This is an optimization exercise on Yosys and OpenROAD, whose aim is small area and a short achievable clock period, not a production implementation. RTL that was checked went through simulation tests only; none was proved equivalent to the original.

// gx_word_codec
module gx_word_codec #(
    parameter LANES = 4
) (
    input  wire                 clk,
    input  wire                 rst,           
    input  wire                 in_valid,
    input  wire [LANES-1:0]     in_op,         
    input  wire [31*LANES-1:0]  in_word,
    input  wire [16*LANES-1:0]  in_row,
    output reg                  out_valid,
    output wire [3*LANES-1:0]   out_status,
    output wire [20*LANES-1:0]  out_data,
    output wire [11*LANES-1:0]  out_syn,
    output wire [31*LANES-1:0]  out_word
);
    reg s1_valid;
    always @(posedge clk) begin
        if (rst) begin
            s1_valid  <= 1'b0;
            out_valid <= 1'b0;
        end else begin
            s1_valid  <= in_valid;
            out_valid <= s1_valid;
        end
    end
    genvar n;
    generate
        for (n = 0; n < LANES; n = n + 1) begin : g_lane
            wire [10:0] wk;
            gx_codec_lane u_lane (
                .clk        (clk),
                .in_op      (in_op[n]),
                .in_word    (in_word[31*n +: 31]),
                .in_row     (in_row[16*n +: 16]),
                .out_status (out_status[3*n +: 3]),
                .out_data   (out_data[20*n +: 20]),
                .out_syn    (out_syn[11*n +: 11]),
                .out_wk     (wk)
            );
            assign out_word[31*n +: 31] = {wk[10], out_data[20*n +: 20], wk[9:0]};
        end
    endgenerate
endmodule
clock: 26.0 ns
lec_check: 0
cap_margin: 20
core_margin: 2
core_utilization: 40
slew_margin: 20
standard.sh (not shown) runs the stock make flow with config.mk's settings and CLKGATE_MAP_FILE= SYNTH_SCRIPT=/design/flow/synth_recipe.tcl, a recipe that flattens the netlist after the stock synthesis.
==> flow/flow/run.sh <==
#!/bin/bash
# Layout: the standard flow (standard.sh) with two changes:
#  - the port buffers are sky130_fd_sc_hd__buf_1 cells (one per port, as
#    standard) rather than the delay buffer buffer_ports picks by default;
#  - timing repair aims for SETUP_MARGIN ns of setup slack, so that it also
#    works on the period the design achieves. The clock, the period and the
#    I/O constraints are the standard flow's, unchanged.
set -euo pipefail
cd "$(dirname "$0")/.."
SETUP_MARGIN=$(cat flow/setup_margin)
bash standard.sh synth > flow_synth.log 2>&1
bash standard.sh "BUFFER_PORTS_ARGS=-buffer_cell sky130_fd_sc_hd__buf_1" \
    "SETUP_SLACK_MARGIN=$SETUP_MARGIN" finish > flow_layout.log 2>&1
==> flow/flow/setup_margin <==
19
Then changed:
==> flow/run.sh (new file) <==
#!/bin/bash
# synth_recipe.tcl (not shown) runs the flow's synth.tcl, then flattens the netlist and writes it again
# the make line also repeats each setting of config.mk as NAME=value (left out here)
make -C /OpenROAD-flow-scripts/flow DESIGN_CONFIG=/design/flow/config.mk WORK_HOME=/design/flow/orfs CLKGATE_MAP_FILE= SYNTH_SCRIPT=/design/flow/synth_recipe.tcl finish
removed: flow/flow/run.sh
removed: flow/flow/setup_margin
removed: flow/standard.sh
=> The changed run completed with no timing, DRC or antenna violations. Global-route usage stays flat. Maximum frequency goes down by 24%. Synthesized area does not change. Cell count goes down by 2.8%. Utilization goes up by 0.33 points. Worst setup slack got worse by 2.2 ns. Design area goes up by 0.69%. Wire length goes down by 2.8%. Non-clock buffer count goes down by 120.
Function was not checked in any run of this note: the RTL went through the layout flow alone.

* * *

v6:
gx_word_codec, a different RTL version from the one above (not shown whole).
Size: about 2800 cells after synthesis, roughly 330 flip-flops, about 460 I/O pins.
## gx_word_codec
module gx_word_codec #(
    parameter LANES = 4
) (
    input  wire                 clk,
    input  wire                 rst,           
    input  wire                 in_valid,
    input  wire [LANES-1:0]     in_op,         
    input  wire [31*LANES-1:0]  in_word,
    input  wire [16*LANES-1:0]  in_row,
    output reg                  out_valid,
    output wire [3*LANES-1:0]   out_status,
    output wire [20*LANES-1:0]  out_data,
    output wire [11*LANES-1:0]  out_syn,
    output wire [31*LANES-1:0]  out_word
);
Settings: LEC_CHECK=0, CAP_MARGIN=20, CORE_MARGIN=2, CORE_UTILIZATION=40, SLEW_MARGIN=20; clock period 26.0 ns.
==> flow/flow/run.sh <==
#!/bin/bash
# Layout: the standard flow (standard.sh) with two changes:
#  - the port buffers are sky130_fd_sc_hd__buf_1 cells (one per port, as
#    standard) rather than the delay buffer buffer_ports picks by default;
#  - timing repair aims for SETUP_MARGIN ns of setup slack, so that it also
#    works on the period the design achieves. The clock, the period and the
#    I/O constraints are the standard flow's, unchanged.
set -euo pipefail
cd "$(dirname "$0")/.."
SETUP_MARGIN=$(cat flow/setup_margin)
bash standard.sh synth > flow_synth.log 2>&1
bash standard.sh "BUFFER_PORTS_ARGS=-buffer_cell sky130_fd_sc_hd__buf_1" \
    "SETUP_SLACK_MARGIN=$SETUP_MARGIN" finish > flow_layout.log 2>&1
==> flow/flow/setup_margin <==
19.0
v6: no failed stages, no open violations at the end
## Diff of input files: v7 against v6
==> flow/flow/setup_margin <==
18.5
--- outcome ---
Diff v6 -> v7 | final period demand of the worst path | increase of 0.28 ns
Summary of v7 over v6: aggregate global routing overflow comparable; post-route standard cell area excluding fillers shrank by 1000 um2.
Total length of routed wires: v7 < v6
[v7] non-clock buffer area fraction after layout fell 1.5 points relative to v6
Between v7 and v6, it is v7 whose multi-input combinational cell area is lower, by 2.2%.
For the multi-input gate share of the layout cell area, v7 came in 0.75 points higher than v6 did.
Compared with v6, v7 shows a lower count of non-filler cells in the finished layout.
No run of this note included a check of the RTL's function; only the layout flow was run.

* * *

gx_word_codec, a different RTL version from the one above (not shown whole).
Size in the first run: ~2700 cells after synthesis, roughly 460 I/O pins, roughly 25000 µm² of cells after synthesis.
export LEC_CHECK = 0
export CAP_MARGIN = 20
export CORE_MARGIN = 2
export CORE_UTILIZATION = 40
export SLEW_MARGIN = 20
create_clock -name core_clock -period 26.0 [get_ports {clk}]
==> flow/flow/run.sh <==
#!/bin/bash
# Layout: the standard flow (standard.sh) with these changes:
#  - the port buffers are sky130_fd_sc_hd__buf_1 cells (one per port, as
#    standard) rather than the delay buffer buffer_ports picks by default;
#  - timing repair aims for SETUP_MARGIN ns of setup slack, so that it also
#    works on the period the design achieves;
#  - clock tree synthesis takes the arguments in flow/cts_args.
# The clock, the period and the I/O constraints are the standard flow's, unchanged.
set -euo pipefail
cd "$(dirname "$0")/.."
SETUP_MARGIN=$(cat flow/setup_margin)
CTS_ARGS=$(cat flow/cts_args)
bash standard.sh synth > flow_synth.log 2>&1
bash standard.sh "BUFFER_PORTS_ARGS=-buffer_cell sky130_fd_sc_hd__buf_1" \
    "SETUP_SLACK_MARGIN=$SETUP_MARGIN" "CTS_ARGS=$CTS_ARGS" finish > flow_layout.log 2>&1
==> flow/flow/cts_args <==
-sink_clustering_enable -repair_clock_nets -dont_use_dummy_load -sink_clustering_size 28 -sink_clustering_max_diameter 120
==> flow/flow/setup_margin <==
19.5
Rerun with:
==> flow/flow/run.sh (replaced) <==
#!/bin/bash
# Layout: the standard flow (standard.sh) with two changes:
#  - the port buffers are sky130_fd_sc_hd__buf_1 cells (one per port, as
#    standard) rather than the delay buffer buffer_ports picks by default;
#  - timing repair aims for SETUP_MARGIN ns of setup slack, so that it also
#    works on the period the design achieves. The clock, the period and the
#    I/O constraints are the standard flow's, unchanged.
set -euo pipefail
cd "$(dirname "$0")/.."
SETUP_MARGIN=$(cat flow/setup_margin)
bash standard.sh synth > flow_synth.log 2>&1
bash standard.sh "BUFFER_PORTS_ARGS=-buffer_cell sky130_fd_sc_hd__buf_1" \
    "SETUP_SLACK_MARGIN=$SETUP_MARGIN" finish > flow_layout.log 2>&1
==> flow/flow/setup_margin (replaced) <==
19.2
- CORE_UTILIZATION: 40 -> 60
- PLACE_DENSITY: not set -> 0.7
removed: flow/flow/cts_args
Effect: Hold slack is worse by 0.014 ns. Design area decreases by 1.7%. Flip-flop and latch count is unchanged.
Rerun with:
==> flow/flow/run.sh (replaced) <==
#!/bin/bash
# Layout: the standard flow (standard.sh) with these changes:
#  - the port buffers are sky130_fd_sc_hd__buf_1 cells (one per port, as
#    standard) rather than the delay buffer buffer_ports picks by default;
#  - timing repair aims for SETUP_MARGIN ns of setup slack, so that it also
#    works on the period the design achieves;
#  - clock tree synthesis takes the arguments in flow/cts_args.
# The clock, the period and the I/O constraints are the standard flow's, unchanged.
set -euo pipefail
cd "$(dirname "$0")/.."
SETUP_MARGIN=$(cat flow/setup_margin)
CTS_ARGS=$(cat flow/cts_args)
bash standard.sh synth > flow_synth.log 2>&1
bash standard.sh "BUFFER_PORTS_ARGS=-buffer_cell sky130_fd_sc_hd__buf_1" \
    "SETUP_SLACK_MARGIN=$SETUP_MARGIN" "CTS_ARGS=$CTS_ARGS" finish > flow_layout.log 2>&1
==> flow/flow/cts_args (new file) <==
-sink_clustering_enable -repair_clock_nets -dont_use_dummy_load -sink_clustering_size 24 -sink_clustering_max_diameter 120
==> flow/flow/setup_margin (replaced) <==
19.3
- CORE_UTILIZATION: 60 -> 40
- PLACE_DENSITY: 0.7 -> not set
Worst setup slack improves by 0.11 ns. Sequential share of layout area stays flat. Routed wire length falls by about 0.44%. Core utilization falls by 24 points.
Rerun with:
==> flow/flow/cts_args (replaced) <==
-sink_clustering_enable -repair_clock_nets -dont_use_dummy_load -sink_clustering_size 28 -sink_clustering_max_diameter 120
==> flow/flow/setup_margin (replaced) <==
19.4
- PLACE_DENSITY: not set -> 0.75
Outcome: Utilization climbs by 0.60 points; via count climbs by a few percent; global-route usage drops by 1.0 points.

* * *

## north
Starting RTL as in the previous note.
export LEC_CHECK = 0
export CAP_MARGIN = 20
export CORE_MARGIN = 2
export CORE_UTILIZATION = 40
export SLEW_MARGIN = 20
create_clock -name core_clock -period 26.0 [get_ports {clk}]
==> flow/flow/run.sh <==
#!/bin/bash
# Layout: the standard flow (standard.sh) with these changes:
#  - the port buffers are sky130_fd_sc_hd__buf_1 cells (one per port, as
#    standard) rather than the delay buffer buffer_ports picks by default;
#  - timing repair aims for SETUP_MARGIN ns of setup slack, so that it also
#    works on the period the design achieves;
#  - clock tree synthesis takes the arguments in flow/cts_args.
# The clock, the period and the I/O constraints are the standard flow's, unchanged.
set -euo pipefail
cd "$(dirname "$0")/.."
SETUP_MARGIN=$(cat flow/setup_margin)
CTS_ARGS=$(cat flow/cts_args)
bash standard.sh synth > flow_synth.log 2>&1
bash standard.sh "BUFFER_PORTS_ARGS=-buffer_cell sky130_fd_sc_hd__buf_1" \
    "SETUP_SLACK_MARGIN=$SETUP_MARGIN" "CTS_ARGS=$CTS_ARGS" finish > flow_layout.log 2>&1
==> flow/flow/cts_args <==
-sink_clustering_enable -repair_clock_nets -dont_use_dummy_load -sink_clustering_size 28 -sink_clustering_max_diameter 120
==> flow/flow/setup_margin <==
19.4
Setup changes, north to south
- PLACE_DENSITY: unset -> 0.7
- CORE_UTILIZATION: 40 -> 60
==> flow/flow/setup_margin <==
19.45
## What came out
Comparing north and south, global-route wire length before repair is lower on north. Count of non-filler cells in the finished layout: south < north. Compare north and south | multi-input gate area in the final layout lower: north. Looking at end-of-flow core utilization, south sits 23 points above north.
Modified inputs, east compared to south
- PLACE_DENSITY removed (was 0.7)
- CORE_UTILIZATION changed from 60 to 40
==> flow/flow/cts_args <==
-sink_clustering_enable -repair_clock_nets -dont_use_dummy_load -sink_clustering_size 24 -sink_clustering_max_diameter 120
==> flow/flow/setup_margin <==
19.5
Findings:
Floorplan die area: lower on south
The higher via density per instance came out of south.
In the metrics for east and south, the one carrying the lower design area is south.
Between east and south, the layout overhead on the synthesized area is lower for south.
NOTE: met3 track utilization from global routing in east falls short of that of south
What west does differently from east at the input level:
==> flow/flow/cts_args <==
-sink_clustering_enable -repair_clock_nets -dont_use_dummy_load -sink_clustering_size 32 -sink_clustering_max_diameter 150
==> flow/flow/setup_margin <==
19.4
Findings:
Having completed the whole flow, west delivered a layout that passed the timing, DRC and antenna checks.
From east to west the numbers moved as follows: register clock-pin slew on the reported worst setup and hold paths moved up; final design instance area without fill moved down; data-path buffer share of cell area in the final layout level; fraction of standard cell area that is sequential moved up.
Between east and west, the difference in synthesized cell count is negligible.

## re-timing with driven ports
The flow's constraints put no driver on any port. The routed layouts listed below were extracted and timed again, unchanged, in two steps. Step 1: set_driving_cell puts a clkbuf_16 on clk and a buf_2 on each other input, an assumption about the parent block. Step 2 moves the port delays by t, midway between the first and last clock arrival at a register: inputs arrive t later, outputs are due t later. That takes back most of the time a late clock gives input paths. Slacks: no drivers / after step 1 / after step 2; pairs: no drivers / after step 1.
run	shift t [ns]	setup slack, ns	worst setup path after step 2
the first run of note 1	0.612	19.159 / 19.159 / 19.159	register to register
the second run of note 1	0.620	16.973 / 16.973 / 16.973	register to register
v6	0.618	19.050 / 19.050 / 19.050	register to register
v7	0.623	18.772 / 18.772 / 18.772	register to register
the first run of note 3	0.578	19.568 / 19.512 / 19.459	input to register
the second run of note 3	0.597	19.422 / 19.422 / 19.248	input to register
the third run of note 3	0.585	19.530 / 19.496 / 19.465	input to register
the fourth run of note 3	0.581	19.546 / 19.546 / 19.546	register to register
north	0.574	19.563 / 19.507 / 19.460	input to register
south	0.578	19.552 / 19.495 / 19.194	input to register
east	0.581	19.560 / 19.504 / 19.457	input to register
west	0.575	19.548 / 19.492 / 19.448	input to register
After both steps every run listed still meets setup and hold. For south, which loses most, drivers alone change the setup slack by -0.057 ns; drivers and shift together by -0.358 ns.
